This design comes from an exercise in tuning for small area, a short achievable clock period and few clock cycles per item on the open sky130 flow, not from production work.
Function was checked by simulation only, so behaviour that the tests miss may differ from the original.
No activity file was given, so power comes from the tool's default toggle rates.

==> flow/design.v, too long to show whole: its modules and the start of the top module <==
// module se_int_lane: 337 lines
// module se_lane_mac: 488 lines
// module se_lane_add: 180 lines
// module se_lane_add33: 172 lines
module se_int_lane (
    input  wire        clk,
    input  wire        rst,
    input  wire        in_valid,
    output wire        in_ready,
    input  wire [2:0]  in_kind,
    input  wire [2:0]  in_fn,
    input  wire [1:0]  in_type,
    input  wire [1:0]  in_round,
    input  wire        in_sat,
    input  wire [31:0] in_x,
    input  wire [31:0] in_y,
    input  wire [31:0] in_z,
    output wire        out_valid,
    output wire [31:0] out_result,
    output wire        out_sat
);
  // ...
==> flow/run.sh <==
#!/bin/bash
# synth_recipe.tcl (not shown) runs the flow's synth.tcl, then flattens the netlist and writes it again
# the make line also repeats each setting of config.mk as NAME=value (left out here)
make -C /OpenROAD-flow-scripts/flow DESIGN_CONFIG=/design/flow/config.mk WORK_HOME=/design/flow/orfs CLKGATE_MAP_FILE= SYNTH_SCRIPT=/design/flow/synth_recipe.tcl finish
==> flow/config.mk <==
export PLATFORM = sky130hd
export DESIGN_NAME = se_int_lane
export DESIGN_NICKNAME = se_int_lane
export VERILOG_FILES = /design/flow/design.v
export SDC_FILE = /design/flow/constraint.sdc
export NUM_CORES = 4
export LEC_CHECK = 0
export ABC_AREA = 1
export CAP_MARGIN = 35
export CORE_MARGIN = 2
export CORE_UTILIZATION = 30
export PLACE_DENSITY = 0.5
export SLEW_MARGIN = 35
==> flow/constraint.sdc <==
create_clock -name core_clock -period 18.0 [get_ports {clk}]
set_input_delay 3.6000 -clock core_clock [delete_from_list [all_inputs] [get_ports {clk}]]
set_output_delay 3.6000 -clock core_clock [all_outputs]
set_load 0.01 [all_outputs]
==> metrics.cfg, run 1 <==
[synth]
synthAdderAreaFrac_pct=13.70
synth_edf_count=140

[timing]
fin_crit_ns=6.574
slew_headroom_pct=35.85
rsz0062_at_grt=no

[routing]
vias_per_cell=5.324
met3_wirelength_mm=10.88
highest_layer=met5

[finish]
multi_input_area_um2=17330
regMostFlops=accs
final_util_pct=34.47
area_growth_pct=14.42
drive_gt1_share_pct=5.000

[placed_design]
portBuffers=144

[worst_setup_path]
critPathSlowestCell=dfxtp_1
cp-startpoint=ia$_SDFF_PN0_
reg2reg_depth=17
cp_num_buf_inv=7

[power_and_ir_drop]
leakage_nw=14.75

[outcome]
outcome=finished clean

[cts]
tritoncts=done
clock_sinks=300

[grt]
grt_use_met2_pct=36.71

[floorplan]
dieWidth_um=306.7

[worst_hold_path]
worstHoldEndpoint=f_sat$_DFF_P_

Testbench counts, summed over its fixed seeds: cycles 40,019, items 32,000.
==> module se_int_lane, before the edit <==
module se_int_lane (
    input  wire        clk,
    input  wire        rst,
    input  wire        in_valid,
    output wire        in_ready,
    input  wire [2:0]  in_kind,
    input  wire [2:0]  in_fn,
    input  wire [1:0]  in_type,
    input  wire [1:0]  in_round,
    input  wire        in_sat,
    input  wire [31:0] in_x,
    input  wire [31:0] in_y,
    input  wire [31:0] in_z,
    output wire        out_valid,
    output wire [31:0] out_result,
    output wire        out_sat
);
    localparam K_ADD = 3'd0, K_MUL = 3'd1, K_MAC = 3'd2, K_SHF = 3'd3,
               K_CMP = 3'd4, K_CVT = 3'd5;
    localparam T_INT8 = 2'd0, T_INT16 = 2'd1, T_INT32 = 2'd2;
    localparam R_RNE = 2'd0, R_RTZ = 2'd1, R_RDN = 2'd2, R_RNA = 2'd3;
    reg        rdy;              
    reg        v0;
    reg [2:0]  k0, f0;
    reg [1:0]  t0, rnd0;
    reg        sat0;
    reg [31:0] p0, ys, q0;
    reg        is_mul, mac2, na2, nb2;
    reg [1:0]  last_st;
    reg        addsub;                   
    reg        o_sd, o_abs, o_min, o_max, o_cvt, o_lsh, o_rsh, o_cmp;
    reg        n_ge_w;                   
    reg        rs_ar;                    
    assign in_ready = rdy;
    wire take = in_valid & rdy;
    wire in_mul  = (in_kind == K_MUL) | (in_kind == K_MAC);
    wire in_mac1 = (in_kind == K_MAC) & (in_fn[1:0] == 2'd1);       
    wire in_mac2 = (in_kind == K_MAC) & (in_fn[1:0] == 2'd2);       
    wire in_t32  = (in_type == T_INT32);
    wire fit_x = (&in_x[31:15]) | ~(|in_x[31:15]);
    wire fit_y = (&in_y[31:15]) | ~(|in_y[31:15]);
    wire fit_z = (&in_z[31:15]) | ~(|in_z[31:15]);
    wire in_na2 = in_mul & in_t32 & ~(in_mac1 ? fit_z : fit_x);
    wire in_nb2 = in_mul & in_t32 & ~fit_y;
    always @(posedge clk) begin
        if (rdy) begin
            k0      <= in_kind;
            f0      <= in_fn;
            t0      <= in_type;
            rnd0    <= in_round;
            sat0    <= in_sat;
            p0      <= in_mac1 ? in_z : in_x;
            ys      <= in_y;
            q0      <= (in_kind == K_MUL) ? 32'd0 : in_mac1 ? in_x : in_z;
            is_mul  <= in_mul;
            mac2    <= in_mac2;
            na2     <= in_na2;
            nb2     <= in_nb2;
            last_st <= (in_na2 & in_nb2) ? 2'd3 : (in_na2 | in_nb2) ? 2'd1 : 2'd0;
            addsub  <= ~((in_kind == K_ADD) & (in_fn == 3'd0));
            o_sd    <= (in_kind == K_ADD) & (in_fn[2:1] == 2'd0);
            o_min   <= (in_kind == K_ADD) & (in_fn == 3'd2);
            o_max   <= (in_kind == K_ADD) & (in_fn == 3'd3);
            o_abs   <= (in_kind == K_ADD) & (in_fn == 3'd4);
            o_lsh   <= (in_kind == K_SHF) & (in_fn[1:0] == 2'd2);
            o_rsh   <= (in_kind == K_SHF) & (in_fn[1:0] != 2'd2);
            rs_ar   <= (in_fn[1:0] == 2'd0);
            o_cmp   <= (in_kind == K_CMP);
            o_cvt   <= (in_kind == K_CVT);
            n_ge_w  <= (in_type == T_INT8)  ? (in_y[4:3] != 2'd0) :
                       (in_type == T_INT16) ? in_y[4] : 1'b0;
        end
    end
    reg  [31:0] xs, yss, qs;     
    reg  [31:0] xu;              
    always @* begin
        case (t0)
            T_INT8: begin
                xs  = {{24{p0[7]}}, p0[7:0]};
                yss = {{24{ys[7]}}, ys[7:0]};
                qs  = {{24{q0[7]}}, q0[7:0]};
                xu  = {24'd0, p0[7:0]};
            end
            T_INT16: begin
                xs  = {{16{p0[15]}}, p0[15:0]};
                yss = {{16{ys[15]}}, ys[15:0]};
                qs  = {{16{q0[15]}}, q0[15:0]};
                xu  = {16'd0, p0[15:0]};
            end
            default: begin
                xs  = p0;
                yss = ys;
                qs  = q0;
                xu  = p0;
            end
        endcase
    end
    reg  [1:0] st;               
    reg        first;            
    reg        ia, ib;           
    reg        shift;            
    reg        last;             
    wire [1:0] st_n = st + 2'd1;
    assign     ib_n = na2 ? st_n[1] : st_n[0];
    wire [16:0] a17 = ia ? {p0[31], p0[31:16]} : {~na2 & xs[15], xs[15:0]};
    function [2:0] booth;        
        input [2:0] b;
        input       sub;
        begin
            booth[2] = b[1] ^ b[0];
            booth[1] = (b[2] & ~b[1] & ~b[0]) | (~b[2] & b[1] & b[0]);
            booth[0] = b[2] ^ sub;
        end
    endfunction
    reg  [7:0]  bd_one, bd_two, bd_neg;
    wire [16:0] in_bsrc = {in_y[15:0], 1'b0};
    wire        ib_n;            
    wire [16:0] ys_bsrc = ib_n ? ys[31:15] : {ys[15:0], 1'b0};
    integer bi;
    always @(posedge clk) begin
        for (bi = 0; bi < 8; bi = bi + 1) begin
            if (take) begin
                {bd_one[bi], bd_two[bi], bd_neg[bi]} <=
                    booth(in_bsrc[2*bi +: 3], in_mac2) &
                    {3{~((in_type == T_INT8) & (bi >= 4))}};
            end else begin
                {bd_one[bi], bd_two[bi], bd_neg[bi]} <=
                    booth(ys_bsrc[2*bi +: 3], mac2);
            end
        end
    end
    reg  [34:0] accs, accc;
    reg         f_up;            
    wire [34:0] accv;
    se_lane_add u_add (
        .ra  (accs),
        .rb  (accc),
        .cin (f_up),
        .sum (accv)
    );
    wire [34:0] addend = first ? {{3{qs[31]}}, qs} :
                         shift ? {{16{accv[34]}}, accv[34:16]} : accv;
    wire [34:0] mac_ra, mac_rb;
    se_lane_mac u_mac (
        .a    (a17),
        .one  (bd_one),
        .two  (bd_two),
        .neg  (bd_neg),
        .c    (addend),
        .ra   (mac_ra),
        .rb   (mac_rb)
    );
    wire [32:0] xs33 = {xs[31], xs};
    wire [32:0] ys33 = {yss[31], yss};
    wire [32:0] sd;
    se_lane_add33 u_sd (
        .ra  (xs33),
        .rb  (ys33 ^ {33{addsub}}),
        .cin (addsub),
        .sum (sd)
    );
    wire        lt = sd[32];
    wire        eq = (xs == yss);
    wire [4:0]  n = ys[4:0];
    wire [31:0] xs_rev;
    genvar gr;
    generate
        for (gr = 0; gr < 32; gr = gr + 1) begin : g_rev
            assign xs_rev[gr] = xs[31 - gr];
        end
    endgenerate
    wire [32:0] s33 = o_lsh ? {1'b0, xs_rev} :
                      rs_ar ? {xs[31], xs} : {1'b0, xu};
    wire [33:0] rsh = $signed({s33, 1'b0}) >>> n;
    wire [32:0] q   = rsh[33:1];
    wire        g   = rsh[0];
    wire [31:0] below_n = ~(32'hFFFF_FFFF << n);          
    wire [31:0] below = below_n >> 1;                     
    wire        sticky = |(s33[31:0] & below);
    wire        sneg = s33[32];
    reg         up_sh;
    always @* begin
        case (rnd0)
            R_RNE: up_sh = g & (sticky | q[0]);
            R_RTZ: up_sh = sneg & (g | sticky);
            R_RDN: up_sh = 1'b0;
            default: up_sh = g & (sticky | ~sneg);
        endcase
        if (n_ge_w)
            up_sh = 1'b0;
    end
    wire [31:0] lsh;
    wire [31:0] dif = {xs[31:1] ^ xs[30:0], xs[0]};
    wire [31:0] lmask;           
    generate
        for (gr = 0; gr < 32; gr = gr + 1) begin : g_lsh
            assign lsh[gr] = q[31 - gr];
            if (gr < 8) begin : g8
                assign lmask[gr] = (t0 == T_INT8)  ? below_n[7 - gr] :
                                   (t0 == T_INT16) ? below_n[15 - gr] :
                                                     below_n[31 - gr];
            end else if (gr < 16) begin : g16
                assign lmask[gr] = (t0 == T_INT16) ? below_n[15 - gr] :
                                                     below_n[31 - gr];
            end else begin : g32
                assign lmask[gr] = below_n[31 - gr];
            end
        end
    endgenerate
    wire        lsh_ovf = |(dif & lmask);
    reg         cmp_r;
    always @* begin
        case (f0)
            3'd0: cmp_r = eq;
            3'd1: cmp_r = ~eq;
            3'd2: cmp_r = lt;
            3'd3: cmp_r = lt | eq;
            3'd4: cmp_r = ~(lt | eq);
            default: cmp_r = ~lt;
        endcase
    end
    wire        sel_x = o_cvt | (o_min & lt) | (o_max & ~lt);
    wire        sel_y = (o_min & ~lt) | (o_max & lt);
    wire [34:0] alu = ({35{o_sd | o_abs}} & ({{2{sd[32]}}, sd} ^ {35{o_abs & lt}})) |
                      ({35{sel_x}} & {{3{xs[31]}}, xs}) |
                      ({35{sel_y}} & {{3{yss[31]}}, yss}) |
                      ({35{o_lsh}} & {{3{xs[31]}}, lsh}) |
                      ({35{o_rsh}} & {{2{q[32]}}, q}) |
                      {34'd0, o_cmp & cmp_r};
    wire        alu_up = (o_abs & lt) | (o_rsh & up_sh);
    wire fin = v0 & last;
    reg  [15:0] lo0, lo1;        
    reg  [1:0]  wt;              
    reg         f_v;
    reg  [1:0]  f_rtype;
    reg         f_sat, f_lsh, f_lovf;
    always @(posedge clk) begin
        if (rst) begin
            v0  <= 1'b0;
            rdy <= 1'b1;
        end else if (take) begin
            v0  <= 1'b1;
            rdy <= ~(in_mul & in_t32);
        end else if (v0 & ~last) begin
            rdy <= (st_n == last_st);
        end else begin
            v0  <= 1'b0;
            rdy <= 1'b1;
        end
        if (rst | take | ~v0 | last) begin
            st    <= 2'd0;
            first <= 1'b1;
            ia    <= 1'b0;
            ib    <= 1'b0;
            shift <= 1'b0;
            last  <= rst | ~take | ~(in_na2 | in_nb2);
        end else begin
            st    <= st_n;
            first <= 1'b0;
            ia    <= na2 & st_n[0];
            ib    <= ib_n;
            shift <= ~(na2 & nb2 & (st_n == 2'd2));
            last  <= (st_n == last_st);
        end
        accs <= is_mul ? mac_ra : alu;
        accc <= is_mul ? mac_rb : 35'd0;
        wt  <= first ? 2'd0 : wt + {1'b0, shift};
        if (shift & (wt == 2'd0))
            lo0 <= accv[15:0];
        lo1 <= accv[15:0];
        f_v     <= rst ? 1'b0 : fin;
        f_rtype <= (k0 == K_CVT) ? f0[1:0] : t0;
        f_sat   <= sat0;
        f_up    <= alu_up;
        f_lsh   <= o_lsh;
        f_lovf  <= lsh_ovf;
    end
    wire [34:0] acci = accv;
    wire [34:0] e_eq;
    assign e_eq[34] = 1'b1;
    genvar gi;
    generate
        for (gi = 0; gi < 34; gi = gi + 1) begin : g_eq
            assign e_eq[gi] = e_eq[gi + 1] & (acci[gi] == acci[gi + 1]);
        end
    endgenerate
    reg [31:0] wrapped;
    reg        ovf;
    always @* begin
        case (wt)
            2'd0: wrapped = acci[31:0];
            2'd1: wrapped = {acci[15:0], lo0};
            default: wrapped = {lo1, lo0};
        endcase
        case (wt)
            2'd0: begin
                case (f_rtype)
                    T_INT8:  ovf = ~e_eq[7];
                    T_INT16: ovf = ~e_eq[15];
                    default: ovf = ~e_eq[31];
                endcase
            end
            2'd1: ovf = ~e_eq[15];
            default: ovf = ~(e_eq[0] & (acci[0] == lo1[15]));
        endcase
        if (f_lsh)
            ovf = f_lovf;
    end
    wire sgn = acci[34];
    reg [31:0] fitted;
    always @* begin
        if (f_sat & ovf) begin
            case (f_rtype)
                T_INT8:  fitted = sgn ? 32'hFFFF_FF80 : 32'h0000_007F;
                T_INT16: fitted = sgn ? 32'hFFFF_8000 : 32'h0000_7FFF;
                default: fitted = sgn ? 32'h8000_0000 : 32'h7FFF_FFFF;
            endcase
        end else begin
            case (f_rtype)
                T_INT8:  fitted = {{24{wrapped[7]}}, wrapped[7:0]};
                T_INT16: fitted = {{16{wrapped[15]}}, wrapped[15:0]};
                default: fitted = wrapped;
            endcase
        end
    end
    reg        o_v;
    reg [31:0] o_res;
    reg        o_sat;
    always @(posedge clk) begin
        o_v   <= rst ? 1'b0 : f_v;
        o_res <= fitted;
        o_sat <= f_sat & ovf;
    end
    assign out_valid  = o_v;
    assign out_result = o_res;
    assign out_sat    = o_sat;
endmodule
==> run 2: changes to the inputs <==
--- a/flow/design.v
+++ b/flow/design.v
@@ -104,3 +104,15 @@
     assign     ib_n = na2 ? st_n[1] : st_n[0];
-    wire [16:0] a17 = ia ? {p0[31], p0[31:16]} : {~na2 & xs[15], xs[15:0]};
+    assign     ia_n = na2 & st_n[0];
+    reg  [16:0] a17;
+    wire        ia_n;
+    wire [15:0] in_a = in_mac1 ? in_z[15:0] : in_x[15:0];
+    wire [15:0] in_as = (in_type == T_INT8) ? {{8{in_a[7]}}, in_a[7:0]} : in_a;
+    always @(posedge clk) begin
+        if (take)
+            a17 <= {~in_na2 & in_as[15], in_as};
+        else if (ia_n)
+            a17 <= {p0[31], p0[31:16]};
+        else
+            a17 <= {~na2 & xs[15], xs[15:0]};
+    end
     function [2:0] booth;        
==> run 2 against run 1 <==
Compared with the run above:
- sequential share of layout area increased by 0.69 points
- non-clock buffer count decreased by 20
- first-iteration DRC count increased by 10%
- setup slack improved by 0.75 ns
- final cell count increased by 2.4%
- hold slack got worse by 0.0031 ns
- synthesized area increased by 2.0%
- maximum frequency increased by 13%
- combinational power increased by 12%
- critical path depth decreased by 7
- cell area increased by 1.4%
- sequential power increased by 4.1%
- critical path type is now primary input to register
- largest cell class unchanged
- highest routed layer unchanged
==> metrics.cfg, run 2 <==
[synth]
synthesis.area_um2=28040
synth.area.top_cells=edfxtp_1 (15%), dfxtp_1 (13%), nand2_1 (12%)
synth.mux.area_fraction_pct=0.4685
netlist.area_leader.share_pct=14.99
synth_edf_count=140  ; unchanged
synth_flop_cell=dfxtp_1
synth_compound_area_share_pct=15.98
ys.warnings.count=1
syn_avg_cell_area_um2=7.061
synth-xor-area-share_pct=7.747
async_reset_ff_share_pct=0
yosysUniqueCellTypes=59
synth_commonest_cells=nand2_1 (930), inv_1 (546), nor2_1 (323)
synth_top_family_by_area=simple AND/OR/NAND/NOR gates
yosysSeqAreaShare_pct=27.56
ys_seq_elements=316
synthAdderAreaFrac_pct=13.43  ; -0.27 points
synth_top_area_cell=edfxtp_1
synthSimpleGateAreaFrac_pct=24.40
synth_nets=4304
synthCells=3971
synth_most_common_cell=nand2_1

[finish]
fillers=10100
regMostFlops=accs
largest_register_ffs=35
ff_latch_area_um2=7731
area_growth_pct=13.70
drive_gt1_share_pct=4.310  ; -0.69 points
layout_common_cells=nand2_1 (930), inv_1 (544), nor2_1 (320)
top_regs=accs (35), accc (34)
nets=4339
layout_commonest_cell=nand2_1
multi_input_area_um2=17400  ; +0.41%

[floorplan]
num_io_pins=145
die_area_um2=95930
dieWidth_um=309.7  ; +0.98%
core_um2=92910
fp-row-count=112
start_util_pct=30.18
fp.dieH_um=309.7

[worst_setup_path]
cp.arrival_ns=6.14
crit_type=primary input to register
critPathSlowestCell=buf_4
r2r_slack_ns=12.20
end_kind=register
cp.required_ns=18.31
cp_num_buf_inv=6  ; -1
slowest_delay_ns=0.61
cp_max_fo=85
start_kind=primary input
crit_chain=clkdlybuf4s50_1 -> nand2_1 -> nor2_1 -> inv_1 -> nor3_2 -> buf_4 -> clkinv_1 -> buf_4 -> o21ai_0 -> inv_1
cpLargestDelayFamily=buffers and inverters

[routing]
wl_per_cell_um=22.84
antenna_left=0
wirelength_mm=120.9
drtPass1Iterations=6
drtIter0Drc=3514
drc=0
vias=27900
vias_per_cell=5.271  ; -0.98%

[power_and_ir_drop]
irDropWorstVdd_uv=87.02
switching_share_pct=48.88
p_int_mw=2.413
power.share.clock_pct=16.9
p_sw_mw=2.308
pwr-share-seq_pct=20.8
leakage_nw=15.00  ; +1.7%
fin_total_pwr_mw=4.721
comb_power_share_pct=62.3
pwr_density_cell_nw_per_um2=148.1

[timing]
setup_viol=0
rsz0062_at_grt=no
tightest_slew_ns=1.028
setup_tns_ns=0
min_period_over_period_pct=32.37
fin_skew_ns=0.04145
finalHoldViolations=0
drv_slew=0
fmax_mhz=171.6
fin_crit_ns=5.827  ; -0.7465 ns
slew_headroom_pct=30.86  ; -5.0 points

[grt]
grt_use_total_pct=24.72
grt_pass1_vias=25790
grt_pass1_wl_mm=174.8
grt-ovfl-total=0
antenna_found_initial=10
grt_max_degree=86

[cts]
cts_buffers=39
cts_resized=0
insertion_delay_ns=0.60
cts-htree-levels=2
cts_setup_buffers=0
tritoncts=done
ctsHoldBuffers=0
clock_sinks=316  ; +5.3%
clk_pin_slew_ns=0.06
clockBufferDepth=3
cts-root-buf=clkbuf_16

[placed_design]
dp_hpwl_mm=95.60
portBuffers=144  ; unchanged
place_congestion=0.9983

[worst_hold_path]
hp-class=register to register

[job]
maxCapViolCount=0

[outcome]
outcome=finished clean

[run 2: cell count changes after synthesis, moves of 10 or more]
cell	change
o21ai_0	+47
o21ai_1	-10
o211ai_1	-16
nor2_1	+23
xor2_1	-13
a21oi_1	-12
dfxtp_1	+16
inv_1	+28
[run 2: logic make-up (layout without fill, tap and decap cells)]
family | Yosys count | count (layout)
buf+inv | 756 | 822
compound gates | 775 | 775
simple gates | 1640 | 1640
other cells | 0 | 2
flops | 316 | 316
fa+ha+maj | 223 | 223
mux | 13 | 13
xor+xnor | 248 | 248
[run 2: layer usage]
| metal | GRT usage [%] | up-vias | wire length [um] |
|---|---|---|---|
| met4 | 6.977 | 6 | 3734 |
| met2 | 36.44 | 1421 | 49700 |
| met5 | 0 | - | 34 |
| met3 | 4.857 | 170 | 12920 |
| li1 | - | 13070 | - |
| met1 | 36.28 | 13230 | 54490 |
[run 2: final cells by class]
type / instances / share of cell area [%]
Clock inverter: 21 / 0.6593
Multi-Input combinational cell: 2899 / 54.59
Sequential cell: 316 / 24.25
Clock buffer: 51 / 3.395
Inverter: 567 / 6.679
Tap cell: 1254 / 4.921
Timing Repair Buffer: 183 / 5.490
Antenna cell: 2 / 0.01570
[run 2: power groups by stage]
stage | Sequential (mW) | Clock [mW] | Combinational (mW)
floorplan | 0.975 | 0 | 1.92
global placement | 0.994 | 0 | 2.90
detailed placement | 0.994 | 0 | 2.95
CTS | 0.979 | 0.815 | 2.95
global route | 0.990 | 0.842 | 3.35
finish | 0.980 | 0.800 | 2.94
[run 2: path summary, 6_finish.rpt]
check	start	endpoint	cells past startpoint
worst max-delay path	in_kind[1]	p0[8]$_DFFE_PP_	10
worst min register to register	sat0$_DFFE_PP_	f_sat$_DFF_P_	0
worst max register to register	t0[1]$_DFFE_PP_	accs[29]$_DFF_P_	23
worst min-delay path	sat0$_DFFE_PP_	f_sat$_DFF_P_	0
[run 2: stage by stage]
step	std cells	setup slack, ns	hold slack (ns)	utilization [%]	cell area (um2)
after floorplan	3971	11.33	0.3233	-	28040
after global placement	5218	11.68	0.3366	32.89	30550
after detailed placement	5219	11.60	0.3481	32.92	30580
after CTS	5291	12.20	0.3444	34.31	31880
after global routing	5291	11.87	0.3541	34.31	31880
final	5293	12.17	0.3401	34.32	31880
Testbench counts of run 2, summed over its fixed seeds: cycles 40,019, items 32,000.
==> run 3: changes to the inputs <==
--- a/flow/design.v
+++ b/flow/design.v
@@ -23,4 +23,4 @@
     reg        v0;
-    reg [2:0]  k0, f0;
-    reg [1:0]  t0, rnd0;
+    reg [2:0]  f0;
+    reg [1:0]  t0, rt0, rnd0;    
     reg        sat0;
@@ -46,6 +46,4 @@
         if (rdy) begin
-            k0      <= in_kind;
-            f0      <= in_fn;
             t0      <= in_type;
-            rnd0    <= in_round;
+            rt0     <= (in_kind == K_CVT) ? in_fn[1:0] : in_type;
             sat0    <= in_sat;
@@ -53,3 +51,2 @@
             ys      <= in_y;
-            q0      <= (in_kind == K_MUL) ? 32'd0 : in_mac1 ? in_x : in_z;
             is_mul  <= in_mul;
@@ -59,16 +56,21 @@
             last_st <= (in_na2 & in_nb2) ? 2'd3 : (in_na2 | in_nb2) ? 2'd1 : 2'd0;
-            addsub  <= ~((in_kind == K_ADD) & (in_fn == 3'd0));
-            o_sd    <= (in_kind == K_ADD) & (in_fn[2:1] == 2'd0);
-            o_min   <= (in_kind == K_ADD) & (in_fn == 3'd2);
-            o_max   <= (in_kind == K_ADD) & (in_fn == 3'd3);
-            o_abs   <= (in_kind == K_ADD) & (in_fn == 3'd4);
-            o_lsh   <= (in_kind == K_SHF) & (in_fn[1:0] == 2'd2);
-            o_rsh   <= (in_kind == K_SHF) & (in_fn[1:0] != 2'd2);
-            rs_ar   <= (in_fn[1:0] == 2'd0);
-            o_cmp   <= (in_kind == K_CMP);
-            o_cvt   <= (in_kind == K_CVT);
-            n_ge_w  <= (in_type == T_INT8)  ? (in_y[4:3] != 2'd0) :
-                       (in_type == T_INT16) ? in_y[4] : 1'b0;
         end
     end
+    always @(posedge clk) begin
+        f0      <= in_fn;
+        rnd0    <= in_round;
+        q0      <= (in_kind == K_MUL) ? 32'd0 : in_mac1 ? in_x : in_z;
+        addsub  <= ~((in_kind == K_ADD) & (in_fn == 3'd0));
+        o_sd    <= (in_kind == K_ADD) & (in_fn[2:1] == 2'd0);
+        o_min   <= (in_kind == K_ADD) & (in_fn == 3'd2);
+        o_max   <= (in_kind == K_ADD) & (in_fn == 3'd3);
+        o_abs   <= (in_kind == K_ADD) & (in_fn == 3'd4);
+        o_lsh   <= (in_kind == K_SHF) & (in_fn[1:0] == 2'd2);
+        o_rsh   <= (in_kind == K_SHF) & (in_fn[1:0] != 2'd2);
+        rs_ar   <= (in_fn[1:0] == 2'd0);
+        o_cmp   <= (in_kind == K_CMP);
+        o_cvt   <= (in_kind == K_CVT);
+        n_ge_w  <= (in_type == T_INT8)  ? (in_y[4:3] != 2'd0) :
+                   (in_type == T_INT16) ? in_y[4] : 1'b0;
+    end
     reg  [31:0] xs, yss, qs;     
@@ -283,6 +285,6 @@
         f_v     <= rst ? 1'b0 : fin;
-        f_rtype <= (k0 == K_CVT) ? f0[1:0] : t0;
+        f_rtype <= rt0;
         f_sat   <= sat0;
-        f_up    <= alu_up;
-        f_lsh   <= o_lsh;
+        f_up    <= alu_up & ~is_mul;
+        f_lsh   <= o_lsh & ~is_mul;
         f_lovf  <= lsh_ovf;
==> run 3 against run 2 <==
Compared with the run above:
- synthesized cell count is 1.2% higher
- still clean on timing, DRC and antenna
- final cell count increased by 0.72%
- hold slack improved by 0.00070 ns
- critical path depth increased by 12
- power down 0.84%
- synthesized area decreased by 0.71%
- register-to-register slack got worse by 0.35 ns
- routed wire length rose by 3.8%
- clock skew fell by 0.019 ns
- critical endpoint is now accs[15]$_DFF_P_
==> metrics.cfg, run 3 <==
[outcome]
outcome=finished clean

[timing]
fmax_mhz=162.5  ; -5.3%
setup_tns_ns=0  ; unchanged
rsz0062_at_grt=no
setup_ws_ns=11.85  ; -0.3276 ns
fin_crit_ns=6.155  ; +0.3276 ns
tightest_slew_ns=1.037  ; +0.009274 ns
setup_viol=0  ; unchanged
finalHoldViolations=0  ; unchanged
min_period_over_period_pct=34.19  ; +1.8 points
drv_slew=0  ; unchanged
fin_skew_ns=0.02292  ; -0.01853 ns
slew_headroom_pct=30.57  ; -0.29 points

[placed_design]
post-place-ws_ns=11.66  ; +0.05710 ns
dp_hpwl_mm=100.2  ; +4.8%
portBuffers=144  ; unchanged
place_area_um2=30340  ; -0.81%
place_congestion=0.9967  ; -0.16%

[cts]
cts-root-buf=clkbuf_16
ctsHoldBuffers=0  ; unchanged
cts_buffers=39  ; unchanged
clk_pin_slew_ns=0.06  ; about the same
cts_resized=0  ; unchanged
clockBufferDepth=3  ; unchanged
tritoncts=done
cts-htree-levels=2  ; unchanged
insertion_delay_ns=0.58  ; -0.02 ns
clock_sinks=315  ; -0.32%
cts_setup_buffers=0  ; unchanged

[synth]
yosysUniqueCellTypes=69  ; +17%
synth_flop_cell=dfxtp_1
ys.warnings.count=1  ; unchanged
synth_top_area_cell=dfxtp_1
synth.area.top_cells=dfxtp_1 (16%), nand2_1 (13%), edfxtp_1 (9.8%)
yosysSeqAreaShare_pct=25.92  ; -1.6 points
syn_avg_cell_area_um2=6.926  ; -1.9%
synth_nets=4353  ; +1.1%
synth_most_common_cell=nand2_1
netlist.area_leader.share_pct=16.11  ; +1.1 points
async_reset_ff_share_pct=0  ; unchanged
synthCells=4020  ; +1.2%
ys_seq_elements=315  ; -0.32%
synth_commonest_cells=nand2_1 (990), inv_1 (552), nor2_1 (296)
synthesis.area_um2=27840  ; -0.71%
synth_edf_count=91  ; -35%

[grt]
grt-ovfl-total=0  ; unchanged
grt_pass1_wl_mm=179.0  ; +2.4%
grt_pass1_vias=25820  ; +0.11%
grt_max_degree=88  ; +2.3%
antenna_found_initial=4  ; -6
grt_use_total_pct=25.69  ; +0.97 points

[worst_setup_path]
start_kind=register
cp.required_ns=18.46  ; +0.15 ns
crit_chain=nor2_2 -> nand2_1 -> nand2_2 -> o21ai_0 -> xor2_1 -> ha_1 -> a21oi_1 -> o21ai_2 -> inv_1 -> o21ai_2 -> a21oi_1 -> nand3_1 -> nand2_1 -> nand2_2 -> inv_1 -> nand2_1 -> nand3_1 -> nand2_1 -> nor2_1 -> nand3_1 -> nand2_1 -> nand2_1
r2r_end=accs[15]$_DFF_P_
critPathSlowestCell=edfxtp_1
r2r_slack_ns=11.85  ; -0.35 ns
cp_max_fo=16  ; -81%
end_kind=register
cp.arrival_ns=6.61  ; +0.47 ns
path_common_cell=nand2_1
crit_type=register to register
rr_startpoint=t0[1]$_DFFE_PP_
reg2reg_depth=22  ; -4.3%
slowest_delay_ns=0.59  ; -0.02 ns

[floorplan]
fp.dieH_um=308.6  ; -0.35%
fp-row-count=111  ; -0.89%
dieWidth_um=308.6  ; -0.35%
die_area_um2=95260  ; -0.70%
core_um2=91800  ; -1.2%
start_util_pct=30.33  ; +0.15 points
num_io_pins=145  ; unchanged

[routing]
drc=0  ; unchanged
wirelength_mm=125.5  ; +3.8%
vias_per_cell=5.252  ; -0.37%
wl_per_cell_um=23.54  ; +3.1%
vias=28000  ; +0.34%
drtPass1Iterations=5  ; -1
drtIter0Drc=3371  ; -4.1%
antenna_left=0  ; unchanged

[worst_hold_path]
holdCritStartpoint=sat0$_DFFE_PP_
min_delay_path_depth=0  ; unchanged
hp-class=register to register
worstHoldEndpoint=f_sat$_DFF_P_

[finish]
regMostFlops=accs
fin_area_um2=31640  ; -0.75%
top_regs=accs (35), accc (34)
nets=4390  ; +1.2%
fillers=9981  ; -1.1%
multi_input_area_um2=17660  ; +1.5%
drive_gt1_share_pct=5.505  ; +1.2 points
area_growth_pct=13.66  ; about the same
layout_common_cells=nand2_1 (990), inv_1 (550), nor2_1 (292)
layout_commonest_cell=nand2_1
ff_latch_area_um2=7221  ; -6.6%
largest_register_ffs=35  ; unchanged
final_util_pct=34.47  ; +0.15 points

[power_and_ir_drop]
switching_share_pct=48.92  ; about the same
leakage_nw=15.11  ; +0.70%
pwr-share-seq_pct=20.8  ; about the same
irDropWorstVdd_uv=93.58  ; +7.5%
p_int_mw=2.391  ; -0.91%
power.share.clock_pct=17.1  ; +0.2 points
p_sw_mw=2.290  ; -0.76%
fin_total_pwr_mw=4.681  ; -0.84%
comb_power_share_pct=62.2  ; about the same
pwr_density_cell_nw_per_um2=147.9  ; about the same

[job]
maxCapViolCount=0  ; unchanged

-- run 3: cell types whose count changed after synthesis, moves of 14 or more --
cell      change
nand2_1      +60
nor2_1       -27
nand2_2      +23
dfxtp_1      +48
edfxtp_1     -49
o21ai_0      -37
nand3_1      +14
-- run 3: final cells by class --
| class | instances | share of cell area, % |
|---|---|---|
| antenna | 1 | 0.007908 |
| clock buffer | 58 | 3.764 |
| timing repair buffer | 185 | 5.528 |
| tap | 1243 | 4.915 |
| sequential | 315 | 22.82 |
| clock inverter | 13 | 0.3321 |
| inverter | 576 | 6.836 |
| multi-input combinational | 2940 | 55.80 |
-- run 3: how the worst max path moves through the flow --
stage                     cells past startpoint          endpoint  slack [ns]       startpoint
after detailed placement                     12   a17[14]$_DFF_P_       11.66       in_kind[1]
after global placement                        7  shift$_SDFF_PN0_       11.74         in_valid
after global routing                         22  accs[25]$_DFF_P_       11.44  t0[1]$_DFFE_PP_
after floorplan                               0          in_ready       12.41   rdy$_SDFF_PP1_
after CTS                                    22  accs[15]$_DFF_P_       12.08  t0[1]$_DFFE_PP_
final                                        22  accs[15]$_DFF_P_       11.85  t0[1]$_DFFE_PP_
-- run 3: kinds of logic after synthesis --
kind of cell,after synthesis,synth area share (%)
and+or+nand+nor,1726,26.32
buffers and inverters,765,10.73
AOI/OAI and AO/OA,740,15.54
DFF,315,25.92
xor gates and xnor gates,237,7.456
adders and majority gates,223,13.53
muxes,14,0.5078
-- run 3: metal layers --
layer / track usage [%] / up-vias / routed length (um)
met5: 0 / - / 23
met4: 8.542 / 4 / 4534
met3: 5.138 / 191 / 12800
met2: 37.13 / 1451 / 51000
met1: 37.76 / 13210 / 57160
li1: - / 13140 / -
-- run 3: worst max-delay path, delay by kind of cell, from the launching register on --
family	cells	cell delay [ns]
flip-flops	1	0.59
buffers and inverters	2	0.68
XOR/XNOR	1	0.22
AO/OA/AOI/OAI	5	1.15
adder cells (fa/ha/maj)	1	0.37
AND/OR/NAND/NOR	13	3.01
-- run 3: stage by stage --
stage | std cells | hold slack, ns
after floorplan | 4020 | 0.3233
after global placement | 5259 | 0.3255
after detailed placement | 5259 | 0.3294
after CTS | 5330 | 0.3421
after global routing | 5330 | 0.3477
final | 5331 | 0.3408
-- run 3: power by group through the flow --
stage                     Sequential, mW  Combinational, mW  Clock, mW
final                              0.973               2.91      0.799
after global routing               0.981               3.27      0.841
after CTS                          0.973               2.91      0.814
after detailed placement           0.987               2.90          0
after global placement             0.987               2.90          0
after floorplan                    0.947               1.89          0
Testbench counts of run 3, summed over its fixed seeds: cycles 40,019, items 32,000.
==> run 4: changes to the inputs <==
--- a/flow/design.v
+++ b/flow/design.v
@@ -35,2 +35,3 @@
     wire take = in_valid & rdy;
+    wire r0_en;                  
     wire in_mul  = (in_kind == K_MUL) | (in_kind == K_MAC);
@@ -45,3 +46,3 @@
     always @(posedge clk) begin
-        if (rdy) begin
+        if (r0_en) begin
             t0      <= in_type;
@@ -147,2 +148,3 @@
     reg         f_up;            
+    reg         f_inv, f_zero;   
     wire [34:0] accv;
@@ -150,3 +152,3 @@
         .ra  (accs),
-        .rb  (accc),
+        .rb  ((accc ^ {35{f_inv}}) & ~{35{f_zero}}),
         .cin (f_up),
@@ -235,7 +237,5 @@
     end
-    wire        sel_x = o_cvt | (o_min & lt) | (o_max & ~lt);
-    wire        sel_y = (o_min & ~lt) | (o_max & lt);
-    wire [34:0] alu = ({35{o_sd | o_abs}} & ({{2{sd[32]}}, sd} ^ {35{o_abs & lt}})) |
-                      ({35{sel_x}} & {{3{xs[31]}}, xs}) |
-                      ({35{sel_y}} & {{3{yss[31]}}, yss}) |
+    wire        o_add = o_sd | o_abs | o_min | o_max;
+    wire [34:0] alu = ({35{o_cvt}} & {{3{xs[31]}}, xs}) |
+                      ({35{o_min | o_max}} & {{3{yss[31]}}, yss}) |
                       ({35{o_lsh}} & {{3{xs[31]}}, lsh}) |
@@ -244,2 +244,3 @@
     wire        alu_up = (o_abs & lt) | (o_rsh & up_sh);
+    assign r0_en = ~v0 | last;
     wire fin = v0 & last;
@@ -279,3 +280,3 @@
         accs <= is_mul ? mac_ra : alu;
-        accc <= is_mul ? mac_rb : 35'd0;
+        accc <= is_mul ? mac_rb : {35{o_add}} & {{2{sd[32]}}, sd};
         wt  <= first ? 2'd0 : wt + {1'b0, shift};
@@ -288,2 +289,4 @@
         f_up    <= alu_up & ~is_mul;
+        f_inv   <= o_abs & lt & ~is_mul;
+        f_zero  <= ((o_min & ~lt) | (o_max & lt)) & ~is_mul;
         f_lsh   <= o_lsh & ~is_mul;
==> run 4 against run 3 <==
Compared with the run above:
- cell area fell by 2.3%
- sequential cell count is 3 higher
- synthesized cell count down 5.0%
- sequential share of layout area grew 0.72 points
- via count decreased by 2.4%
- maximum frequency decreased by 1.3%
- final cell count shrank 4.9%
- hold slack improved by 0.00052 ns
==> metrics.cfg, run 4 <==
[outcome]
outcome=finished clean

[timing]
fmax_mhz=160.3  ; -1.3%
finalHoldViolations=0  ; unchanged
setup_viol=0  ; unchanged
drv_slew=0  ; unchanged
tightest_slew_ns=0.9088  ; -0.1281 ns
fin_skew_ns=0.03984  ; +0.01692 ns
slew_headroom_pct=39.19  ; +8.6 points
fin_crit_ns=6.237  ; +0.08170 ns
rsz0062_at_grt=no
min_period_over_period_pct=34.65  ; +0.45 points
setup_tns_ns=0  ; unchanged

[synth]
synthCells=3817  ; -5.0%
synth_commonest_cells=nand2_1 (780), inv_1 (531), o21ai_0 (330)
synth_top_area_cell=dfxtp_1
async_reset_ff_share_pct=0  ; unchanged
yosysSeqAreaShare_pct=26.83  ; +0.91 points
syn_avg_cell_area_um2=7.105  ; +2.6%
synth_edf_count=91  ; unchanged
ys_seq_elements=318  ; +0.95%
ys.warnings.count=1  ; unchanged
yosysUniqueCellTypes=63  ; -8.7%
synth_flop_cell=dfxtp_1
synth_most_common_cell=nand2_1
synth.area.top_cells=dfxtp_1 (17%), nand2_1 (11%), edfxtp_1 (10%)
netlist.area_leader.share_pct=16.76  ; +0.65 points
synth_nets=4150  ; -4.7%
synthesis.area_um2=27120  ; -2.6%

[routing]
vias=27310  ; -2.4%
drtIter0Drc=3044  ; -9.7%
wirelength_mm=125.7  ; +0.15%
drc=0  ; unchanged
antenna_left=0  ; unchanged
wl_per_cell_um=24.79  ; +5.3%
vias_per_cell=5.385  ; +2.5%
drtPass1Iterations=6  ; +1

[floorplan]
start_util_pct=30.22  ; -0.11 points
fp-row-count=110  ; -0.90%
die_area_um2=92820  ; -2.6%
fp.dieH_um=304.7  ; -1.3%
core_um2=89740  ; -2.3%
num_io_pins=145  ; unchanged
dieWidth_um=304.7  ; -1.3%

[power_and_ir_drop]
comb_power_share_pct=65.6  ; +3.4 points
pwr-share-seq_pct=19.0  ; -1.8 points
p_sw_mw=2.571  ; +12%
pwr_density_cell_nw_per_um2=162.2  ; +9.6%
p_int_mw=2.445  ; +2.2%
irDropWorstVdd_uv=159.5  ; +70%
power.share.clock_pct=15.4  ; -1.7 points
switching_share_pct=51.26  ; +2.3 points
leakage_nw=14.21  ; -5.9%

[finish]
nets=4199  ; -4.4%
multi_input_area_um2=17000  ; -3.7%
top_regs=accc (35), accs (35)
fillers=9742  ; -2.4%
area_growth_pct=14.05
instances_no_fill=5072  ; -4.9%
layout_commonest_cell=nand2_1
ff_latch_area_um2=7279  ; +0.81%
drive_gt1_share_pct=5.135  ; -0.37 points
layout_common_cells=nand2_1 (779), inv_1 (529), o21ai_0 (328)

[cts]
insertion_delay_ns=0.57  ; about the same
ctsHoldBuffers=0  ; unchanged
cts-root-buf=clkbuf_16
clk_pin_slew_ns=0.06  ; about the same
cts_setup_buffers=0  ; unchanged
cts-htree-levels=2  ; unchanged
cts_buffers=38  ; -2.6%
tritoncts=done
clock_sinks=318  ; +0.95%
cts_resized=0  ; unchanged
clockBufferDepth=3  ; unchanged

[placed_design]
dp_hpwl_mm=99.90  ; -0.30%
portBuffers=144  ; unchanged
dp.cells=5002  ; -4.9%
place_congestion=0.9991  ; +0.24%

[job]
maxCapViolCount=0  ; unchanged

[grt]
grt_pass1_vias=26130  ; +1.2%
grt_max_degree=84  ; -4.5%
grt-ovfl-total=0  ; unchanged
antenna_found_initial=2  ; -2
grt_use_total_pct=26.44  ; +0.75 points
grt_pass1_wl_mm=181.7  ; +1.5%

[worst_setup_path]
slowest_delay_ns=0.59  ; about the same
reg2reg_depth=19  ; -14%
cp_num_buf_inv=6  ; +4
start_kind=primary input
crit_chain=clkdlybuf4s50_1 -> nand2_1 -> nor2_1 -> inv_1 -> nor3_2 -> buf_4 -> inv_1 -> buf_4 -> o21ai_0 -> inv_1
critPathSlowestCell=buf_4
crit_type=primary input to register
cpLargestDelayFamily=buffers and inverters
cp.arrival_ns=6.52  ; -0.09 ns
end_kind=register
worst-path-stages=10  ; -55%
cp_max_fo=83  ; +67
cp.required_ns=18.28  ; -0.18 ns
path_common_cell=inv_1

[worst_hold_path]
min_delay_path_depth=0  ; unchanged
hp-class=register to register

[run 4: logic make-up (layout without fill, tap and decap cells)]
group / Yosys count / in the layout / synth area share [%]
muxes: 10 / 10 / 0.3737
AOI/OAI and AO/OA: 893 / 893 / 19.17
xor gates and xnor gates: 232 / 232 / 7.493
and+or+nand+nor: 1393 / 1393 / 21.65
buffers and inverters: 748 / 826 / 10.57
adders and majority gates: 223 / 223 / 13.91
other: 0 / 1 / 0
DFF: 318 / 318 / 26.83
[run 4: worst reg2reg max path: cells and delay by family, from the launching register on]
family / cells / cell delay, ns
AOI/OAI and AO/OA: 4 / 0.87
DFF: 1 / 0.32
buffers and inverters: 3 / 1.15
and+or+nand+nor: 11 / 2.80
adders and majority gates: 1 / 0.46
[run 4: metal layers]
layer  vias up  GRT usage [%]  wire length [um]
met5         -              0                 0
met4         0          11.81              6219
met3       236          3.873             10810
met2      1419          41.46             55270
met1     12950          35.97             53420
li1      12710              -                 -
[run 4: through the flow]
step / instance area [um2] / setup slack, ns / total power [mW] / hold slack, ns / utilization (%)
after detailed placement: 29700 / 11.26 / 4.231 / 0.3279 / 33.10
final: 30930 / 11.76 / 5.016 / 0.3414 / 34.47
after floorplan: 27120 / 12.88 / 2.703 / 0.3233 / -
after global routing: 30930 / 11.53 / 5.313 / 0.3474 / 34.46
after global placement: 29690 / 11.27 / 4.199 / 0.3311 / 33.09
after CTS: 30920 / 11.82 / 5.000 / 0.3438 / 34.46
[run 4: power by group through the flow]
stage               Clock (mW)  Sequential [mW]  Combinational, mW
finish                   0.772            0.952               3.29
CTS                      0.785            0.953               3.26
detailed placement           0            0.968               3.26
floorplan                    0            0.944               1.76
global route             0.811            0.962               3.54
global placement             0            0.969               3.23
[run 4: layout make-up]
type | count | share of cell area, %
multi-input combinational | 2751 | 54.96
sequential | 318 | 23.54
inverter | 557 | 6.760
timing repair buffer | 200 | 6.019
tap | 1176 | 4.757
clock buffer | 55 | 3.616
clock inverter | 14 | 0.3439
antenna | 1 | 0.008091
[run 4: path summary, 6_finish.rpt]
check / start / end / slack, ns
worst max-delay path: in_kind[1] / p0[9]$_DFFE_PP_ / 11.76
worst max register to register: t0[1]$_DFFE_PP_ / accs[0]$_DFF_P_ / 12.26
worst min register to register: sat0$_DFFE_PP_ / f_sat$_DFF_P_ / 0.34
worst min-delay path: sat0$_DFFE_PP_ / f_sat$_DFF_P_ / 0.34
Testbench counts of run 4, summed over its fixed seeds: cycles 40,019, items 32,000.
==> run 5: changes to the inputs <==
==> flow/flow/run.sh (new file) <==
#!/bin/bash
# Own layout flow: the standard flow with the standard synthesis,
# unchanged, but with the timing repair of floorplan, CTS and global
# routing asked to reach a setup slack of SETUP_SLACK_MARGIN ns. The clock
# period and every constraint stay the design's: only the optimisation
# effort changes. Each tool's output goes to the logs below.
set -euo pipefail
bash standard.sh synth > synth.log 2>&1
export SETUP_SLACK_MARGIN=12.5
bash standard.sh finish > layout.log 2>&1
==> flow/standard.sh (new file) <==
#!/bin/bash
# synth_recipe.tcl (not shown) runs the flow's synth.tcl, then flattens the netlist and writes it again
# the make line also repeats each setting of config.mk as NAME=value (left out here)
make -C /OpenROAD-flow-scripts/flow DESIGN_CONFIG=/design/flow/config.mk WORK_HOME=/design/flow/orfs CLKGATE_MAP_FILE= SYNTH_SCRIPT=/design/flow/synth_recipe.tcl "${@:-finish}"
removed: flow/run.sh
==> run 5 against run 4 <==
Compared with the run above:
- first-iteration DRC count up 5.6%
- final cell count up 0.16%
- global-route usage about the same
- combinational power about the same
- via count up 0.45%
- power up 0.18%
- largest power group unchanged
- non-clock buffer count up 5
- synthesized area unchanged
- critical endpoint unchanged
- clock skew up 0.0063 ns
==> metrics.cfg, run 5 <==
[timing]
rsz0062_at_grt=no
fmax_mhz=184.5  ; +15%
setup_tns_ns=0  ; unchanged
fin_crit_ns=5.419  ; -0.8179 ns
finalHoldViolations=0  ; unchanged
min_period_over_period_pct=30.10  ; -4.5 points
slew_headroom_pct=33.21  ; -6.0 points
fin_skew_ns=0.04611  ; +0.006273 ns
setup_viol=0  ; unchanged
tightest_slew_ns=0.9914  ; +0.08260 ns
drv_slew=0  ; unchanged

[grt]
grt_use_total_pct=26.46  ; +0.027 points
grt-ovfl-total=0  ; unchanged
grt_pass1_vias=26140  ; +0.011%
grt_max_degree=85  ; +1.2%
antenna_found_initial=3  ; +1
grt_pass1_wl_mm=181.8  ; about the same

[worst_setup_path]
slowest_delay_ns=0.55  ; -0.04 ns
start_kind=primary input
cp_max_fo=42  ; -49%
path_common_cell=inv_1
end_kind=register
critPathSlowestCell=clkdlybuf4s50_1
cp_num_buf_inv=6  ; unchanged
crit_type=primary input to register
crit_chain=clkdlybuf4s50_1 -> nand2_1 -> nor2_1 -> inv_1 -> nor3_4 -> clkbuf_16 -> clkinvlp_4 -> buf_4 -> o21ai_0 -> inv_1
cp.arrival_ns=5.70  ; -0.82 ns
cpLargestDelayFamily=buffers and inverters
cp.required_ns=18.28  ; about the same

[cts]
cts-htree-levels=2  ; unchanged
insertion_delay_ns=0.57  ; about the same
cts_buffers=38  ; unchanged
clock_sinks=318  ; unchanged
tritoncts=done
clk_pin_slew_ns=0.07  ; about the same
clockBufferDepth=3  ; unchanged
ctsHoldBuffers=0  ; unchanged
cts-root-buf=clkbuf_16

[floorplan]
dieWidth_um=304.7  ; unchanged
fp-row-count=110  ; unchanged
fp.dieH_um=304.7  ; unchanged
start_util_pct=30.22  ; unchanged
core_um2=89740  ; unchanged
die_area_um2=92820  ; unchanged
num_io_pins=145  ; unchanged

[power_and_ir_drop]
irDropWorstVdd_uv=156.6  ; -1.8%
pwr_density_cell_nw_per_um2=161.6  ; -0.33%
fin_total_pwr_mw=5.025  ; +0.18%
leakage_nw=14.26  ; +0.35%

[synth]
ys_seq_elements=318  ; unchanged
ys.warnings.count=1  ; unchanged
netlist.area_leader.share_pct=16.76  ; unchanged
synthCells=3817  ; unchanged
synth_most_common_cell=nand2_1
synth_nets=4150  ; unchanged
synth_edf_count=91  ; unchanged
synth.area.top_cells=dfxtp_1 (17%), nand2_1 (11%), edfxtp_1 (10%)
synth_commonest_cells=nand2_1 (780), inv_1 (531), o21ai_0 (330)
syn_avg_cell_area_um2=7.105  ; unchanged
synth_flop_cell=dfxtp_1
yosysUniqueCellTypes=63  ; unchanged
async_reset_ff_share_pct=0  ; unchanged
yosysSeqAreaShare_pct=26.83  ; unchanged
synthesis.area_um2=27120  ; unchanged
synth_top_area_cell=dfxtp_1

[routing]
drtPass1Iterations=8  ; +2
vias_per_cell=5.401  ; +0.29%
antenna_left=0  ; unchanged
wirelength_mm=126.6  ; +0.67%
drc=0  ; unchanged
wl_per_cell_um=24.91  ; +0.51%
drtIter0Drc=3213  ; +5.6%
vias=27440  ; +0.45%

[worst_hold_path]
hp-class=register to register

[placed_design]
portBuffers=144  ; unchanged
place_congestion=0.9991  ; unchanged
dp_hpwl_mm=99.90  ; unchanged

[job]
maxCapViolCount=0  ; unchanged

[finish]
top_regs=accc (35), accs (35)
fillers=9729  ; -0.13%
area_growth_pct=14.64
layout_commonest_cell=nand2_1
nets=4206  ; +0.17%
layout_common_cells=nand2_1 (779), inv_1 (528), o21ai_0 (328)
drive_gt1_share_pct=5.433  ; +0.30 points

[outcome]
outcome=finished clean

## run 5: cell counts after synthesis
No cell type changed its count.
## run 5: through the flow
stage	utilization, %	cells	hold slack, ns	instance area, um2	setup WS [ns]
finish	34.65	5080	0.3415	31090	12.58
global route	34.64	5078	0.3474	31080	12.51
CTS	34.50	5073	0.3438	30960	12.58
detailed placement	33.10	5002	0.3279	29700	11.26
global placement	33.09	5002	0.3311	29690	11.27
floorplan	-	3817	0.3233	27120	12.88
## run 5: cell type report
type / count / area (um2) / area share, %
diodes: 2 / 5.005 / 0.01610
repair buffers: 205 / 1949 / 6.270
repair inverters: 1 / 5.005 / 0.01610
clock inverters: 14 / 106.4 / 0.3421
clock buffers: 55 / 1119 / 3.598
multi-input cells: 2752 / 17050 / 54.83
well taps: 1176 / 1471 / 4.733
inverters: 557 / 2107 / 6.777
flip-flops and latches: 318 / 7279 / 23.41
## run 5: timing repair
item / CTS / global route
endpoints found under the setup margin: 58 / 73
hold endpoints to repair: 0 / 0
cloned: 1 / 2
setup buffers: 1 / 3
resized for setup: 5 / 13
pin swaps: 0 / 3
## run 5: power by group
| group | internal [mW] | switching, mW |
|---|---|---|
| logic | 1.12 | 2.18 |
| clock network | 0.449 | 0.326 |
| registers | 0.876 | 0.0767 |
| total | 2.45 | 2.58 |
## run 5: cells by family after synthesis
| family | count (synthesis) | share of synthesized area (%) |
|---|---|---|
| xor+xnor | 232 | 7.493 |
| flops | 318 | 26.83 |
| mux | 10 | 0.3737 |
| compound gates | 893 | 19.17 |
| fa+ha+maj | 223 | 13.91 |
| buf+inv | 748 | 10.57 |
| simple gates | 1393 | 21.65 |
## run 5: routing by layer
layer | GRT usage (%) | part of all wire, %
met1 | 36.00 | 42
met2 | 41.62 | 44
met3 | 3.950 | 8.8
met4 | 11.47 | 4.9
met5 | 0 | 0.0087
## run 5: worst paths after layout
kind	start	to	slack [ns]	cells past startpoint
setup reg to reg	bd_neg[2]$_DFF_P_	accs[21]$_DFF_P_	12.64	12
setup / recovery	in_kind[1]	p0[9]$_DFFE_PP_	12.58	10
hold reg to reg	sat0$_DFFE_PP_	f_sat$_DFF_P_	0.34	0
hold / removal	sat0$_DFFE_PP_	f_sat$_DFF_P_	0.34	0
==> run 6: changes to the inputs <==
--- a/flow/flow/run.sh
+++ b/flow/flow/run.sh
@@ -8,3 +8,3 @@
 bash standard.sh synth > synth.log 2>&1
-export SETUP_SLACK_MARGIN=12.5
+export SETUP_SLACK_MARGIN=13.0
 bash standard.sh finish > layout.log 2>&1
==> run 6 against run 5 <==
Compared with the run above:
- sequential power is 0.4% lower
- count of clock-buffer cells in the layout up 1
- synthesized cell count did not move
- sequential share of layout area fell by 0.27 points
- synthesized area unchanged
- hold slack improved by 0.00083 ns
- clock power rose by 2%
- non-clock buffer count grew 9
- setup slack improved by 0.46 ns
- critical path type is now register to output port
- largest cell class unchanged
- highest routed layer is now met4
==> metrics.cfg, run 6 <==
[outcome]
outcome=finished clean

[placed_design]
post-place-ws_ns=11.67  ; +0.4097 ns
dp.cells=4996  ; -0.12%
dp_hpwl_mm=100.3  ; +0.42%
portBuffers=144  ; unchanged
place_congestion=0.9906  ; -0.85%

[routing]
antenna_left=0  ; unchanged
wirelength_mm=128.7  ; +1.7%
vias=27660  ; +0.81%
drtIter0Drc=3256  ; +1.3%
wl_per_cell_um=25.28  ; +1.5%
drc=0  ; unchanged
drtPass1Iterations=6  ; -2
vias_per_cell=5.434  ; +0.61%

[cts]
cts-htree-levels=2  ; unchanged
tritoncts=done
clk_pin_slew_ns=0.05  ; -0.02 ns
ctsHoldBuffers=0  ; unchanged
cts-root-buf=clkbuf_16
clockBufferDepth=3  ; unchanged
cts_buffers=39  ; +2.6%
clock_sinks=318  ; unchanged
insertion_delay_ns=0.58  ; about the same

[worst_setup_path]
start_kind=register
cp_num_buf_inv=1  ; -5
r2r_slack_ns=13.12  ; +0.48 ns
cp-startpoint=o_sat$_DFF_P_
end_kind=output port
rr_startpoint=bd_neg[5]$_DFF_P_
crit_chain=clkdlybuf4s50_1
r2r_end=accs[20]$_DFF_P_
critPathSlowestCell=clkdlybuf4s50_1
cpLargestDelayFamily=buffers and inverters
crit_type=register to output port
reg2reg_depth=12  ; unchanged
cp_max_fo=1  ; -98%
cp.arrival_ns=1.35  ; -4.35 ns
slowest_delay_ns=0.52  ; -0.03 ns
cp.required_ns=14.40  ; -3.88 ns

[synth]
synth_top_area_cell=dfxtp_1
synth_nets=4150  ; unchanged
ys_seq_elements=318  ; unchanged
synth_commonest_cells=nand2_1 (780), inv_1 (531), o21ai_0 (330)
ys.warnings.count=1  ; unchanged
synthesis.area_um2=27120  ; unchanged
synth_most_common_cell=nand2_1
yosysUniqueCellTypes=63  ; unchanged
synth_flop_cell=dfxtp_1
synthCells=3817  ; unchanged
syn_avg_cell_area_um2=7.105  ; unchanged
async_reset_ff_share_pct=0  ; unchanged
netlist.area_leader.share_pct=16.76  ; unchanged
synth.area.top_cells=dfxtp_1 (17%), nand2_1 (11%), edfxtp_1 (10%)
yosysSeqAreaShare_pct=26.83  ; unchanged
synth_edf_count=91  ; unchanged

[finish]
ff_latch_area_um2=7282  ; about the same
layout_common_cells=nand2_1 (777), inv_1 (524), o21ai_0 (314)
nets=4216  ; +0.24%
area_growth_pct=16.03
multi_input_area_um2=17180  ; +0.78%
fillers=9687  ; -0.43%
instances_no_fill=5090  ; +0.20%
layout_commonest_cell=nand2_1
top_regs=accc (35), accs (35)
drive_gt1_share_pct=6.595  ; +1.2 points

[worst_hold_path]
worstHoldEndpoint=f_sat$_DFF_P_
holdCritStartpoint=sat0$_DFFE_PP_
hp-class=register to register
min_delay_path_depth=0  ; unchanged

[timing]
slew_headroom_pct=37.86  ; +4.7 points
setup_tns_ns=0  ; unchanged
fin_crit_ns=4.954  ; -0.4649 ns
fin_skew_ns=0.04861  ; +0.002499 ns
min_period_over_period_pct=27.52  ; -2.6 points
rsz0062_at_grt=no
finalHoldViolations=0  ; unchanged
drv_slew=0  ; unchanged
setup_ws_ns=13.05  ; +0.4649 ns
tightest_slew_ns=0.9223  ; -0.06902 ns
setup_viol=0  ; unchanged
holdWs_ns=0.3424  ; +0.0008260 ns
fmax_mhz=201.9  ; +9.4%

[floorplan]
start_util_pct=30.22  ; unchanged
dieWidth_um=304.7  ; unchanged
num_io_pins=145  ; unchanged
fp-row-count=110  ; unchanged
die_area_um2=92820  ; unchanged
fp.dieH_um=304.7  ; unchanged
core_um2=89740  ; unchanged

[grt]
grt-ovfl-total=0  ; unchanged
grt_use_total_pct=26.86  ; +0.40 points
grt_max_degree=71  ; -16%
grt_pass1_vias=26180  ; +0.18%
antenna_found_initial=1  ; -2
grt_pass1_wl_mm=183.6  ; +0.99%

[power_and_ir_drop]
fin_total_pwr_mw=5.034  ; +0.19%
irDropWorstVdd_uv=126.1  ; -20%
leakage_nw=14.61  ; +2.4%
pwr_density_cell_nw_per_um2=160.0  ; -1.0%

[job]
maxCapViolCount=0  ; unchanged

run 6: power breakdown:
part           leakage (nW)  switching [mW]  internal [mW]
Sequential             2.84          0.0736          0.876
Clock                 0.632           0.330          0.463
Combinational          11.1            2.18           1.11
run 6: layout make-up:
class | instances | share of cell area [%]
multi-input combinational | 2752 | 54.60
sequential | 318 | 23.14
inverter | 557 | 6.740
timing repair buffer | 214 | 6.736
tap | 1176 | 4.676
clock buffer | 56 | 3.662
clock inverter | 14 | 0.4175
timing repair inverter | 1 | 0.01590
antenna | 2 | 0.01590
run 6: through the flow:
step,area (um2),util (%)
after floorplan,27130,-
after global placement,29650,33.04
after detailed placement,29660,33.05
after CTS,31230,34.81
after global routing,31460,35.06
final,31470,35.07
run 6: timing repair:
item                       CTS  global route
buffers inserted            11             4
resized for setup           85            40
gates cloned                 4             3
setup endpoints to repair  202            92
pin swaps                    3             4
run 6: logic make-up after synthesis:
group | synth area share (%)
simple gates | 21.65
compound gates | 19.17
buf+inv | 10.57
flops | 26.83
xor+xnor | 7.493
fa+ha+maj | 13.91
mux | 0.3737
run 6: how the worst max path moves through the flow:
stage / to / slack, ns / depth (start not counted)
3_3_place_gp: p0[13]$_DFFE_PP_ / 11.71 / 10
5_1_grt: accs[30]$_DFF_P_ / 13.00 / 29
3_5_place_dp: p0[8]$_DFFE_PP_ / 11.67 / 10
6_report: out_sat / 13.05 / 1
4_1_cts: bd_neg[0]$_DFF_P_ / 13.00 / 7
2_1_floorplan: p0[23]$_DFFE_PP_ / 13.02 / 11
run 6: routing by layer:
metal | up-vias | GRT usage, % | wire, um
met4 | 0 | 10.76 | 5684
met1 | 13250 | 36.17 | 54790
met5 | - | 0 | 0
met2 | 1400 | 42.61 | 57260
met3 | 242 | 4.659 | 10950
li1 | 12770 | - | -
==> run 7: changes to the inputs <==
==> flow/flow/run.sh (replaced) <==
#!/bin/bash
# Own layout flow: the standard flow, except that the port buffers are
# plain buffers (buf_2) instead of the slow clkdlybuf4s50_1 that
# buffer_ports picks by default. Synthesis is the standard one, unchanged.
set -euo pipefail
bash standard.sh synth > synth.log 2>&1
# Used by the steps after synthesis only (synthesis is already made).
export DONT_USE_CELLS="sky130_fd_sc_hd__clkdlybuf4s50_1 sky130_fd_sc_hd__clkdlybuf4s50_2 \
sky130_fd_sc_hd__clkdlybuf4s25_1 sky130_fd_sc_hd__clkdlybuf4s25_2 \
sky130_fd_sc_hd__clkdlybuf4s15_1 sky130_fd_sc_hd__clkdlybuf4s15_2 \
sky130_fd_sc_hd__clkdlybuf4s18_1 sky130_fd_sc_hd__clkdlybuf4s18_2 \
sky130_fd_sc_hd__buf_1 sky130_fd_sc_hd__clkbuf_1"
bash standard.sh finish > layout.log 2>&1
==> run 7 against run 6 <==
Compared with the run above:
- non-clock buffer count is 14 lower
- sequential cell count stayed put
- via count is 1.3% lower
- critical path depth is 9 higher
- utilization is 0.60 points lower
- sequential share of layout area is 0.39 points higher
==> metrics.cfg, run 7 <==
[worst_setup_path]
cp-startpoint=in_kind[1]
worstSetupEndpoint=p0[9]$_DFFE_PP_
r2r_slack_ns=12.26  ; -0.86 ns
r2r_end=accs[0]$_DFF_P_
rr_startpoint=t0[1]$_DFFE_PP_
cp_max_fo=83  ; +82
cp.arrival_ns=6.52  ; +5.17 ns
end_kind=register
crit_type=primary input to register
reg2reg_depth=19  ; +7
start_kind=primary input
cp.required_ns=18.28  ; +3.88 ns

[timing]
tightest_slew_ns=0.9088  ; -0.01358 ns
finalHoldViolations=0  ; unchanged
rsz0062_at_grt=no
slew_headroom_pct=39.19  ; +1.3 points
setup_tns_ns=0  ; unchanged
min_period_over_period_pct=34.65  ; +7.1 points
fmax_mhz=160.3  ; -21%
drv_slew=0  ; unchanged
fin_skew_ns=0.03984  ; -0.008772 ns
holdWs_ns=0.3414  ; -0.001004 ns
fin_crit_ns=6.237  ; +1.283 ns
setup_viol=0  ; unchanged

[floorplan]
fp-row-count=110  ; unchanged
core_um2=89740  ; unchanged
fp.dieH_um=304.7  ; unchanged
dieWidth_um=304.7  ; unchanged
num_io_pins=145  ; unchanged
die_area_um2=92820  ; unchanged
start_util_pct=30.22  ; unchanged

[routing]
drtPass1Iterations=6  ; unchanged
antenna_left=0  ; unchanged
highest_layer=met4
wl_per_cell_um=24.79  ; -2.0%
dr_wl_met2_mm=55.27  ; -3.5%
met3_wirelength_mm=10.81  ; -1.3%
drtIter0Drc=3044  ; -6.5%
drt-met1-wl_mm=53.42  ; -2.5%
vias_per_cell=5.385  ; -0.90%
vias=27310  ; -1.3%
drc=0  ; unchanged
wirelength_mm=125.7  ; -2.3%

[cts]
insertion_delay_ns=0.57  ; about the same
cts-htree-levels=2  ; unchanged
cts_buffers=38  ; -2.6%
cts_setup_buffers=0  ; -11
clk_pin_slew_ns=0.06  ; about the same
tritoncts=done
clock_sinks=318  ; unchanged
ctsHoldBuffers=0  ; unchanged
clockBufferDepth=3  ; unchanged
cts-root-buf=clkbuf_16
cts_resized=0  ; -100%

[finish]
drive_gt1_share_pct=5.135  ; -1.5 points
top_regs=accc (35), accs (35)
layout_common_cells=nand2_1 (779), inv_1 (529), o21ai_0 (328)
instances_no_fill=5072  ; -0.35%
nets=4199  ; -0.40%
area_growth_pct=14.05
layout_commonest_cell=nand2_1
final_util_pct=34.47  ; -0.60 points

[power_and_ir_drop]
fin_total_pwr_mw=5.016  ; -0.37%
leakage_nw=14.21  ; -2.7%
irDropWorstVdd_uv=159.5  ; +27%
pwr_density_cell_nw_per_um2=162.2  ; +1.4%

[synth]
synth_flop_cell=dfxtp_1
synth_most_common_cell=nand2_1
netlist.area_leader.share_pct=16.76  ; unchanged
synth.area.top_cells=dfxtp_1 (17%), nand2_1 (11%), edfxtp_1 (10%)
synth_nets=4150  ; unchanged
synthAdderAreaFrac_pct=13.91  ; unchanged
synth.mux.area_fraction_pct=0.3737  ; unchanged
synth_edf_count=91  ; unchanged
synth_compound_area_share_pct=19.17  ; unchanged
synth_top_family_by_area=simple AND/OR/NAND/NOR gates
yosysSeqAreaShare_pct=26.83  ; unchanged
synth-xor-area-share_pct=7.493  ; unchanged
syn_avg_cell_area_um2=7.105  ; unchanged
yosysUniqueCellTypes=63  ; unchanged
synthesis.area_um2=27120  ; unchanged
synth_commonest_cells=nand2_1 (780), inv_1 (531), o21ai_0 (330)
ys_seq_elements=318  ; unchanged
async_reset_ff_share_pct=0  ; unchanged
synthCells=3817  ; unchanged
synth_top_area_cell=dfxtp_1
ys.warnings.count=1  ; unchanged
synthSimpleGateAreaFrac_pct=21.65  ; unchanged

[placed_design]
dp_hpwl_mm=99.90  ; -0.42%
portBuffers=144  ; unchanged
place_congestion=0.9991  ; +0.86%
dp.cells=5002  ; +0.12%

[grt]
grt_use_total_pct=26.44  ; -0.43 points
grt_pass1_wl_mm=181.7  ; -1.1%
grt-ovfl-total=0  ; unchanged
grt_max_degree=84  ; +18%
antenna_found_initial=2  ; +1
grt_pass1_vias=26130  ; -0.19%

[job]
maxCapViolCount=0  ; unchanged

[outcome]
outcome=finished clean

[worst_hold_path]
hp-class=register to register

run 7: cell count changes in the layout (fill, tap and decap cells not counted), moves of 5 or more:
cell	change
inv_1	+5
nor2_2	-7
buf_12	-5
dlymetal6s2s_1	-11
nor2_1	+8
clkinv_1	+6
o21ai_2	-7
clkdlybuf4s50_1	+48
dlygate4sd2_1	-37
o21ai_0	+14
o21ai_1	-7
run 7: logic make-up (layout without fill, tap and decap cells):
logic type,after synthesis,after routing
multiplexers,10,10
AND/OR/NAND/NOR,1393,1393
buffers and inverters,748,826
XOR/XNOR,232,232
flip-flops,318,318
other,0,1
adder cells (fa/ha/maj),223,223
AO/OA/AOI/OAI,893,893
run 7: per-stage QoR:
step / setup WS [ns] / cell area, um2
final: 11.76 / 30930
after global routing: 11.53 / 30930
after CTS: 11.82 / 30920
after detailed placement: 11.26 / 29700
after global placement: 11.27 / 29690
after floorplan: 12.88 / 27120
run 7: worst min path at each step:
stage / to / from / slack (ns) / depth (start not counted)
floorplan: f_rtype[0]$_DFF_P_ / rt0[0]$_DFFE_PP_ / 0.32 / 0
global placement: f_sat$_DFF_P_ / sat0$_DFFE_PP_ / 0.33 / 0
detailed placement: f_sat$_DFF_P_ / sat0$_DFFE_PP_ / 0.33 / 0
CTS: f_sat$_DFF_P_ / sat0$_DFFE_PP_ / 0.34 / 0
global route: f_sat$_DFF_P_ / sat0$_DFFE_PP_ / 0.35 / 0
finish: f_sat$_DFF_P_ / sat0$_DFFE_PP_ / 0.34 / 0
run 7: metal layers:
layer	global-route usage, %	vias to the layer above
met5	0	-
met3	3.873	236
met2	41.46	1419
li1	-	12710
met1	35.97	12950
met4	11.81	0
run 7: power breakdown:
group | switching, mW | internal, mW | leakage, nW | total, mW
sequential | 0.0756 | 0.876 | 2.84 | 0.952
clock | 0.324 | 0.449 | 0.606 | 0.772
combinational | 2.17 | 1.12 | 10.8 | 3.29
run 7: final cells by class:
| type | count | area, um2 |
|---|---|---|
| clock inverter | 14 | 106.4 |
| sequential | 318 | 7279 |
| tap | 1176 | 1471 |
| multi-input combinational | 2751 | 17000 |
| fill | 9742 | 58810 |
| inverter | 557 | 2091 |
| clock buffer | 55 | 1119 |
| timing repair buffer | 200 | 1862 |
| antenna | 1 | 2.502 |
run 7: worst max-delay path, cell delays in order:
cell and delay, ns:
clkdlybuf4s50_1 0.55, nand2_1 0.07, nor2_1 0.11, inv_1 0.09, nor3_2 0.10, buf_4 0.59
inv_1 0.58, buf_4 0.38, o21ai_0 0.28, inv_1 0.08

==> what the ideal ports hide <==
No port has a modelled driver above. Below, the same layouts with a new extraction and two added sets of constraints.
Step 1 (the two cells are an assumption about what drives the block):
set clk [get_ports {clk}]
set_driving_cell -lib_cell sky130_fd_sc_hd__clkbuf_16 $clk
set_driving_cell -lib_cell sky130_fd_sc_hd__buf_2 [delete_from_list [all_inputs] $clk]
Step 2 also shifts input and output timing later by t, the mid clock arrival at the registers, as if the neighbouring blocks saw the same clock.
Slacks: ideal ports / drivers / drivers and shift; pairs: ideal ports / drivers.
| run | shift t [ns] | setup slack, ns | latest minus earliest clock arrival (ns) |
|---|---|---|---|
| run 1 | 0.643 | 11.426 / 11.426 / 11.426 | 0.035 / 0.035 |
| run 2 | 0.641 | 12.173 / 12.205 / 11.573 | 0.042 / 0.042 |
| run 3 | 0.629 | 11.845 / 11.845 / 11.632 | 0.023 / 0.023 |
| run 4 | 0.614 | 11.763 / 11.806 / 11.192 | 0.040 / 0.040 |
| run 5 | 0.613 | 12.581 / 12.623 / 12.010 | 0.047 / 0.046 |
| run 6 | 0.622 | 13.046 / 12.979 / 12.506 | 0.049 / 0.048 |
| run 7 | 0.614 | 11.763 / 11.806 / 11.192 | 0.040 / 0.040 |
After both steps setup and hold are still met in every run listed. The setup slack of run 2, which loses most, moves by +0.032 ns with the drivers and by -0.600 ns with both steps.
